From an optimization exercise on the open Yosys and OpenROAD flow, aimed at small area, a short achievable clock period and few clock cycles per item; shortcuts taken in it are not production practice.
At most, simulation tests tie the RTL to the original design; equivalence was not proved.

Design sorrel_cu, start of the top module:
module sorrel_cu (
    input  wire        clk,
    input  wire        rst,         
    input  wire        in_valid,
    output wire        in_ready,
    input  wire [15:0] in_instr,
    input  wire [31:0] in_data,
    output reg         out_valid,
    output reg  [31:0] out_data,
    output reg  [2:0]  out_flags    
);
    localparam [79:0] ACC_MAX = {1'b0, {79{1'b1}}};
    localparam [79:0] ACC_MIN = {1'b1, {79{1'b0}}};
    localparam [31:0] D_MAX   = 32'h7FFF_FFFF;
    localparam [31:0] D_MIN   = 32'h8000_0000;
    reg [31:0] d  [0:15];
    reg [15:0] ax [0:3];       
    reg [31:0] ah [0:3];       
    reg [31:0] al [0:3];       
    reg        t_flag;
    reg        aov;
    reg        sov;
    reg        cfg_sat;
    reg [1:0]  cfg_mode;
    reg [4:0]  cfg_scale;      
    reg        rdy;
    reg        ir_v;
    reg [15:0] ir;
    reg [31:0] ir_d;
    reg [3:0]  ir_xi;          
    reg [3:0]  ir_yi;          
    assign in_ready = rdy;
    wire [1:0] i_cls = in_instr[15:14];
    wire [4:0] i_op  = in_instr[13:9];
    wire i_c0   = (i_cls == 2'b00);
  ...
export LEC_CHECK = 0
export CAP_MARGIN = 20
export CORE_MARGIN = 2
export CORE_UTILIZATION = 40
export PLACE_DENSITY = 0.6
export SLEW_MARGIN = 20
create_clock -name core_clock -period 27.0 [get_ports {clk}]
run.sh (not shown) runs the stock make flow with config.mk's settings and CLKGATE_MAP_FILE= SYNTH_SCRIPT=/design/flow/synth_recipe.tcl, a recipe that flattens the netlist after the stock synthesis.
Testbench counts at the start, summed over its fixed seeds: cycles 24,368, instrs 24,256.
Rerun with:
--- a/flow/design.v
+++ b/flow/design.v
@@ -264,42 +264,43 @@
             3'b100:  st_view = an[63:32];
             3'b101:  st_view = an[31:0];
             3'b110:  st_view = {{16{an[79]}}, an[79:64]};
             default: st_view = e2_s[31:0];
         endcase
     end
     wire signed [4:0] scl_k   = $signed(e2_ir[4:0]);
     wire        [4:0] scl_val = (scl_k > 5'sd8)  ? 5'd8 :
                                 (scl_k < -5'sd8) ? 5'b11000 : e2_ir[4:0];
     reg rst_q;
     always @(posedge clk) rst_q <= rst;
-    wire        d_we  = (e2_v & e2_dwe) | w_rnd;
-    wire [31:0] d_wv  = rst_q ? 32'd0 : w_rnd ? ext_w : e2_dval;
-    wire [79:0] a_wv  = rst_q ? 80'd0 : acc_val;
     integer i;
     always @(posedge clk) begin
-        for (i = 0; i < 16; i = i + 1)
-            if (rst_q | (d_we & (e2_dst == i))) d[i] <= d_wv;
-        for (i = 0; i < 4; i = i + 1) begin
-            if (rst_q | (acc_wx & (acc_wi == i))) ax[i] <= a_wv[79:64];
-            if (rst_q | (acc_wh & (acc_wi == i))) ah[i] <= a_wv[63:32];
-            if (rst_q | (acc_wl & (acc_wi == i))) al[i] <= a_wv[31:0];
-        end
         if (rst_q) begin
+            for (i = 0; i < 16; i = i + 1) d[i] <= 32'd0;
+            for (i = 0; i < 4; i = i + 1) begin
+                ax[i] <= 16'd0;
+                ah[i] <= 32'd0;
+                al[i] <= 32'd0;
+            end
             t_flag    <= 1'b0;
             aov       <= 1'b0;
             sov       <= 1'b0;
             cfg_sat   <= 1'b1;
             cfg_mode  <= 2'b00;
             cfg_scale <= 5'd0;
         end else begin
+            if (e2_v & e2_dwe) d[e2_dst] <= e2_dval;
+            if (w_rnd)         d[e2_dst] <= ext_w;
+            if (acc_wx) ax[acc_wi] <= acc_val[79:64];
+            if (acc_wh) ah[acc_wi] <= acc_val[63:32];
+            if (acc_wl) al[acc_wi] <= acc_val[31:0];
             if (e2_c0 & ((o2 == 5'h19) | (o2 == 5'h1A))) t_flag <= e2_t;
             if (e2_c0 & (o2 == 5'h1E))                   t_flag <= an[79];
             aov <= w_clrf ? 1'b0 : (aov | aov_set);
             sov <= w_clrf ? 1'b0 : (sov | sov_set);
             if (e2_ctl & (ctl == 4'h7)) cfg_scale <= scl_val;
             if (e2_ctl & (ctl == 4'hA)) cfg_sat   <= e2_ir[0];
             if (e2_ctl & (ctl == 4'hB) & (e2_ir[1:0] != 2'b11)) cfg_mode <= e2_ir[1:0];
         end
         out_valid <= e2_st & ~rst;
         out_data  <= w_sta ? ext_w : st_view;
         out_flags <= {t_flag, aov, sov | (w_sta & ext_ovf)};
Outcome: The new run produced a clean layout; worst setup slack gets better by 0.014 ns; worst hold slack gets worse by 0.036 ns; cell area goes up by 1.4%; wire length goes down by 7.6%; final cell count goes up by 1.2%; die area goes up by 2.7%; count of clock-buffer cells in the layout goes down by 2.
Function not checked in the second run of this note: the RTL went through the layout flow alone.

-- what the ideal ports hide --
Ports are ideal in the flow. The routed layouts listed here were re-timed in OpenROAD.
Step 1, drivers: a clkbuf_16 drives clk and a buf_2 each remaining input, both assumed.
Step 2, shift: input delay + t, output delay - t, t = (earliest + latest rising clock arrival at the registers) / 2. This alone moves slack from input paths to output paths.
Slacks: ideal / step 1 / step 2; pairs: ideal / step 1.
run	t (ns)	setup WS [ns]	worst setup path at the end
the first run	0.933	17.052 / 17.052 / 17.052	register to register
the second run	0.913	17.065 / 17.065 / 17.065	register to register
After both steps setup and hold are still met in every run listed.
